From an optimization exercise on the open Yosys and OpenROAD flow, aimed at small area and a short achievable clock period; shortcuts taken in it are not production practice.
Only the layout flow was run in this run; the RTL was not checked for function there.

File: flow/design.v
module lw_cv_rx (
    input  wire        clk,
    input  wire        rst,
    input  wire [1:0]  cfg_poly,
    input  wire        cfg_refin,
    input  wire        cfg_refout,
    input  wire        cfg_xorout,
    input  wire        cfg_init,
    input  wire        cfg_order,
    input  wire [7:0]  cfg_skip,
    input  wire        in_valid,
    input  wire        in_sop,
    input  wire        in_eop,
    input  wire        in_disc,
    input  wire [3:0]  in_nbytes,
    input  wire [63:0] in_data,
    input  wire        cnt_clr,
    output reg         cv_valid,
    output reg  [1:0]  cv_res,
    output reg  [31:0] cv_last,
    output reg  [31:0] cv_units,
    output reg  [15:0] cv_fail,
    output reg  [15:0] cv_short
);
    localparam [1:0] CHK_NONE = 2'd0;
    localparam [1:0] CHK_OK   = 2'd1;
    localparam [1:0] CHK_BAD  = 2'd2;
    reg [1:0]  poly_q;
    reg        refin_q, refout_q, xorout_q, order_q;
    reg [7:0]  skip_q;
    reg [31:0] crc_q;            
    reg [31:0] hb_q;              
    reg [2:0]  hb_cnt_q;
    reg [8:0]  pos_q;            
    reg [1:0]  poly_e;
    reg        refin_e, refout_e, xorout_e, order_e;
    reg [7:0]  skip_e;
    reg [31:0] poly_l;           
    reg [2:0]  w_bytes;          
    reg [31:0] crc_cur;
    reg [2:0]  hbc_cur;
    reg [8:0]  pos_cur;
    reg [95:0] pool;             
    reg [3:0]  npool;
    reg [3:0]  nproc;
    reg [9:0]  bpos;
    reg [31:0] crc_nx;
    reg [7:0]  bb;
    reg [31:0] hb_nx;
    reg [2:0]  hbc_nx;
    reg [8:0]  pos_nx;
    reg [31:0] fin;
    reg [31:0] rxval;
    reg [31:0] wmask;
    integer i, j, k;
    always @* begin
        if (in_sop) begin
            poly_e   = cfg_poly;
            refin_e  = cfg_refin;
            refout_e = cfg_refout;
            xorout_e = cfg_xorout;
            order_e  = cfg_order;
            skip_e   = cfg_skip;
        end else begin
            poly_e   = poly_q;
            refin_e  = refin_q;
            refout_e = refout_q;
            xorout_e = xorout_q;
            order_e  = order_q;
            skip_e   = skip_q;
        end
        case (poly_e)
            2'd0:    begin poly_l = 32'h04C1_1DB7; w_bytes = 3'd4; wmask = 32'hFFFF_FFFF; end
            2'd1:    begin poly_l = 32'h1EDC_6F41; w_bytes = 3'd4; wmask = 32'hFFFF_FFFF; end
            2'd2:    begin poly_l = 32'h1021_0000; w_bytes = 3'd2; wmask = 32'h0000_FFFF; end
            default: begin poly_l = 32'h0700_0000; w_bytes = 3'd1; wmask = 32'h0000_00FF; end
        endcase
        if (in_sop) begin
            case (poly_e)
                2'd0, 2'd1: crc_cur = cfg_init ? 32'hFFFF_FFFF : 32'h0;
                2'd2:       crc_cur = cfg_init ? 32'hFFFF_0000 : 32'h0;
                default:    crc_cur = cfg_init ? 32'hFF00_0000 : 32'h0;
            endcase
            hbc_cur = 3'd0;
            pos_cur = 9'd0;
        end else begin
            crc_cur = crc_q;
            hbc_cur = hb_cnt_q;
            pos_cur = pos_q;
        end
        pool = 96'h0;
        for (i = 0; i < 4; i = i + 1)
            if (i < hbc_cur)
                pool[8*i +: 8] = hb_q[8*i +: 8];
        npool = {1'b0, hbc_cur};
        for (j = 0; j < 8; j = j + 1) begin
            bpos = {1'b0, pos_cur} + j[9:0];
            if ((j < in_nbytes) && (bpos >= {2'b00, skip_e})) begin
                pool[8*npool +: 8] = in_data[8*j +: 8];
                npool = npool + 4'd1;
            end
        end
        if (npool > {1'b0, w_bytes})
            nproc = npool - {1'b0, w_bytes};
        else
            nproc = 4'd0;
        crc_nx = crc_cur;
        for (i = 0; i < 8; i = i + 1) begin
            if (i < nproc) begin
                if (refin_e)
                    for (k = 0; k < 8; k = k + 1)
                        bb[k] = pool[8*i + 7 - k];
                else
                    bb = pool[8*i +: 8];
                crc_nx = crc_nx ^ {bb, 24'h0};
                for (k = 0; k < 8; k = k + 1) begin
                    if (crc_nx[31])
                        crc_nx = {crc_nx[30:0], 1'b0} ^ poly_l;
                    else
                        crc_nx = {crc_nx[30:0], 1'b0};
                end
            end
        end
        hbc_nx = npool[2:0] - nproc[2:0];
        hb_nx = pool[8*nproc +: 32];
        if ({1'b0, pos_cur} + {6'd0, in_nbytes} >= 10'd256)
            pos_nx = 9'd256;
        else
            pos_nx = pos_cur + {5'd0, in_nbytes};
        if (refout_e) begin
            for (k = 0; k < 32; k = k + 1)
                fin[k] = crc_nx[31-k];
        end else begin
            case (poly_e)
                2'd0, 2'd1: fin = crc_nx;
                2'd2:       fin = {16'h0, crc_nx[31:16]};
                default:    fin = {24'h0, crc_nx[31:24]};
            endcase
        end
        if (xorout_e)
            fin = fin ^ wmask;
        rxval = 32'h0;
        case (poly_e)
            2'd0, 2'd1: rxval = order_e ? {hb_nx[7:0], hb_nx[15:8], hb_nx[23:16], hb_nx[31:24]}
                                        : hb_nx;
            2'd2:       rxval = order_e ? {16'h0, hb_nx[7:0], hb_nx[15:8]}
                                        : {16'h0, hb_nx[15:0]};
            default:    rxval = {24'h0, hb_nx[7:0]};
        endcase
    end
    wire beat     = in_valid;
    wire unit_end = in_valid & in_eop;
    wire is_short = (hbc_nx < w_bytes);
    wire is_bad   = (fin != rxval);
    always @(posedge clk) begin
        if (beat) begin
            if (in_sop) begin
                poly_q   <= cfg_poly;
                refin_q  <= cfg_refin;
                refout_q <= cfg_refout;
                xorout_q <= cfg_xorout;
                order_q  <= cfg_order;
                skip_q   <= cfg_skip;
            end
            crc_q    <= crc_nx;
            hb_cnt_q <= hbc_nx;
            pos_q    <= pos_nx;
            hb_q     <= hb_nx;
        end
    end
    always @(posedge clk) begin
        if (rst) begin
            cv_valid <= 1'b0;
            cv_res   <= CHK_NONE;
            cv_last  <= 32'h0;
            cv_units <= 32'h0;
            cv_fail  <= 16'h0;
            cv_short <= 16'h0;
        end else begin
            cv_valid <= unit_end;
            if (cnt_clr) begin
                cv_fail  <= 16'h0;
                cv_short <= 16'h0;
            end
            if (unit_end) begin
                cv_units <= cv_units + 32'd1;
                if (in_disc) begin
                    cv_res <= CHK_NONE;
                end else if (is_short) begin
                    cv_res <= CHK_BAD;
                    if (cnt_clr)
                        cv_short <= 16'd1;
                    else if (cv_short != 16'hFFFF)
                        cv_short <= cv_short + 16'd1;
                end else begin
                    cv_last <= fin;
                    if (is_bad) begin
                        cv_res <= CHK_BAD;
                        if (cnt_clr)
                            cv_fail <= 16'd1;
                        else if (cv_fail != 16'hFFFF)
                            cv_fail <= cv_fail + 16'd1;
                    end else begin
                        cv_res <= CHK_OK;
                    end
                end
            end
        end
    end
endmodule
File: flow/run.sh
#!/bin/bash
# synth_recipe.tcl (not shown) runs the flow's synth.tcl, then flattens the netlist and writes it again
# the make line also repeats each setting of config.mk as NAME=value (left out here)
make -C /OpenROAD-flow-scripts/flow DESIGN_CONFIG=/design/flow/config.mk WORK_HOME=/design/flow/orfs CLKGATE_MAP_FILE= SYNTH_SCRIPT=/design/flow/synth_recipe.tcl finish
File: flow/config.mk
export PLATFORM = sky130hd
export DESIGN_NAME = lw_cv_rx
export DESIGN_NICKNAME = lw_cv_rx
export VERILOG_FILES = /design/flow/design.v
export SDC_FILE = /design/flow/constraint.sdc
export NUM_CORES = 4
export LEC_CHECK = 0
export CAP_MARGIN = 20
export CORE_MARGIN = 2
export CORE_UTILIZATION = 40
export PLACE_DENSITY = 0.6
export SLEW_MARGIN = 20
File: flow/constraint.sdc
create_clock -name core_clock -period 33.0 [get_ports {clk}]
set_input_delay 6.6000 -clock core_clock [delete_from_list [all_inputs] [get_ports {clk}]]
set_output_delay 6.6000 -clock core_clock [all_outputs]
set_load 0.01 [all_outputs]
==> notes.md <==
* Syn avg cell area at 7.03 um2
* Buffers on Ports at roughly 190
* YS warnings at 1
* EDFF count, synth at 90
* Worst slack, placed at -681 ps
* # nets final at just over 7000
* Fin crit period at 32030 ps
* Post-synthesis cell area at 48800 um2
* Drt pass-1 iters at 9
* Drt via density at 6.19
* Max FO, Critical Path at 13
* GRT overflow at 0
* CTS H-tree lvls at 4
* ANT nets after route at 0
* # rows at 128
* Routed WL at 243 mm
* Worst-Skew Late Latency at 500 ps
* Hold Slack at 457 ps
* Total number of vias at 53610
* Asr flop ratio synth at 0%
* CTS root buf: clkbuf_16
* Sequential share of the synthesized area at 9.60%
* Final setup fails at 0
* HP Class: register to register
* # hold bufs at CTS at 0
* Chip height at ~350 um
* Part of the cycle the worst path needs at 97.1%
* Drt wl/cell at 28.0 um
* # IOs at 189
* Area growth syn-to-layout at 12.8%
* Tot GR Track Use at 37.2%
* Fin. Hold Viols at 0
* CP required at 33360 ps
* Clock sink total at roughly 190
* Final TNS setup at 0 ps
* Layout cells sized above 1 at roughly 11%
* Crit path top cell by count: xnor3_1
* Final setup margin at 970 ps
* Kind of critical path: input pin to register
* Slowest library cell on the worst path: or4_1
* Initial core utilization at approximately 40%
* Synthesized flop and latch total at 189
* CTS max path bufs at 2
* Pin count of the biggest net entering global routing at 78
* Yosys cell types at 136
* Worst reg-to-reg setup slack at 6610 ps
* Final Max Tran Viols at 0
* Critical Path AT at 32390 ps
* First-pass GRT wire length at 349 mm
* RD Place Congestion at 1.04
* Detail Placement HPWL at 186 mm
* CTS tree: built
* Status: complete, no violations
* Setup crit end kind: register
* Tightest Pin Transition at 1210 ps
* Cells after Synth at around 7000
* Die width at 353 um
* Vias in the first global route at roughly 50000
* Core ar. at 121000 um2
* Clk_skew at around 30 ps
* # DRC at 0
* Ys flop type: dfxtp_1
* Fmax at 31.2 MHz
* Critical path startpoint category: input pin
* Worst stage delay on the critical path at 580 ps
* CTS buffer count at 17
* Die ar. at 125000 um2
* Relative slew slack at 18.6%
* Initial DRC count at between 7000 and 8000
* Antenna violations before repair at 12
* Mapped Nets at a little over 7000
* Max-cap violation count at 0
* Clock transition at the registers of the reported paths at about 80 ps
==> worst max-delay path: cells and delay by family <==
family | cells | cell delay (ps)
AND/OR/NAND/NOR | 22 | 5240
AO/OA/AOI/OAI | 24 | 5910
XOR/XNOR | 27 | 8730
multiplexers | 6 | 1510
buffers and inverters | 12 | 2380
adder cells (fa/ha/maj) | 7 | 2010
==> logic make-up after synthesis <==
logic type	synth area share, %
mux	6.21
simple gates	23.3
compound gates	22.2
xor+xnor	30.3
fa+ha+maj	2.56
buf+inv	5.85
flops	9.60
==> path summary, 6_finish.rpt <==
path	to	from	depth (start not counted)
max	cv_fail[1]	cfg_skip[3]	98
min reg2reg	cv_last[16]	cv_last[16]	2
min	cv_last[16]	cv_last[16]	2
max reg2reg	cv_fail[1]	pos_q[3]	98
==> metal layers <==
layer | up-vias | routed length [um] | global-route usage, %
li1 | 24253 | - | -
met3 | 526 | 24200 | 5.86
met4 | 12 | 10700 | 14.2
met2 | 3038 | 105000 | 57.1
met5 | - | 78 | 0.981
met1 | 25781 | 102000 | 52.0
==> placed cells by master, fill, tap and decap left out, drive strengths merged, types with 46 or more instances in the layout <==
cell           netlist  layout
xor2               316     316
ha                  92      92
and2                59      59
edfxtp              90      90
nand3              133     133
dfxtp               99      99
nand2             1059    1059
clkdlybuf4s50        0     185
or3                 46      46
nor2               909     909
a211oi             105     105
nor3               125     125
a21oi              566     566
o21ai              424     425
o22ai               49      49
xnor2              915     915
inv                108     118
and3                61      61
mux2i              253     253
buf                203     408
xnor3              137     137
a22oi               94      94
==> stage by stage <==
stage | std cells | util, % | cell area (um2)
global placement | 8589 | 43.9 | 53300
floorplan | 6939 | - | 48800
detailed placement | 8589 | 43.9 | 53300
finish | 8667 | 45.4 | 55100
global route | 8667 | 45.4 | 55100
CTS | 8622 | 44.5 | 54000
==> layout make-up <==
type	count	area (um2)
clock inverter	14	145
inverter	117	442
timing repair buffer	593	5010
sequential	189	4680
tap	1625	2030
fill	12520	66300
multi-input combinational	6106	42300
clock buffer	18	450
antenna	5	12.5
==> synth_stat cells, types with 93 or more instances <==
cell | count | share of area (%)
a21oi_1 | 559 | 5.7
nand3_1 | 131 | 1.3
dfxtp_1 | 99 | 4.1
nor3_1 | 120 | 1.2
xnor3_1 | 127 | 5.9
a211oi_1 | 99 | 1.5
a22oi_1 | 93 | 1.4
xnor2_1 | 882 | 16
nor2_1 | 905 | 7.0
o21ai_0 | 383 | 3.9
mux2i_1 | 249 | 5.1
xor2_1 | 304 | 5.5
clkbuf_1 | 323 | 2.5
nand2_1 | 1059 | 8.1
inv_1 | 99 | 0.76
==> flip-flops by register name, summed over array words and instances, names as in the netlist, 2 cells and up <==
signal and cells:
cv_res 2, pos_q 9, cv_fail 16, hb_cnt_q 3, cv_last 32, poly_q 2, cv_units 32, hb_q 32
crc_q 32, skip_q 8, cv_short 16
==> repair_timing <==
action                                 in CTS  in global routing
buffers inserted                            0                 40
pin swaps                                   1                 27
resized for setup                           5                129
endpoints found under the hold margin       0                  0
setup endpoints to repair                  14                 31
gates cloned                                1                  0

[static timing again, ports no longer ideal]
The flow's constraints put no driver on any port. The routed layout listed below was extracted and timed again, unchanged, in two steps.
Step 1 assumes that a clkbuf_16 drives the clock port and a buf_2 every other input.
Step 2 moves the port delays by t, midway between the first and last clock arrival at a register: inputs arrive t later, outputs are due t later. That takes back most of the time a late clock gives input paths.
a / b / c = ideal / step 1 / step 2; a / b = the first two.
t, ns: 0.548
setup slack, ns: 0.970 / 1.005 / 0.457
worst hold slack (ns): 0.457 / 0.457 / 0.457
latest minus earliest clock arrival (ns): 0.031 / 0.030
worst register clock-pin slew, ns: 0.11 / 0.11
After both steps this run still meets setup and hold. The setup slack of this run moves by +0.035 ns with the drivers and by -0.513 ns with both steps.
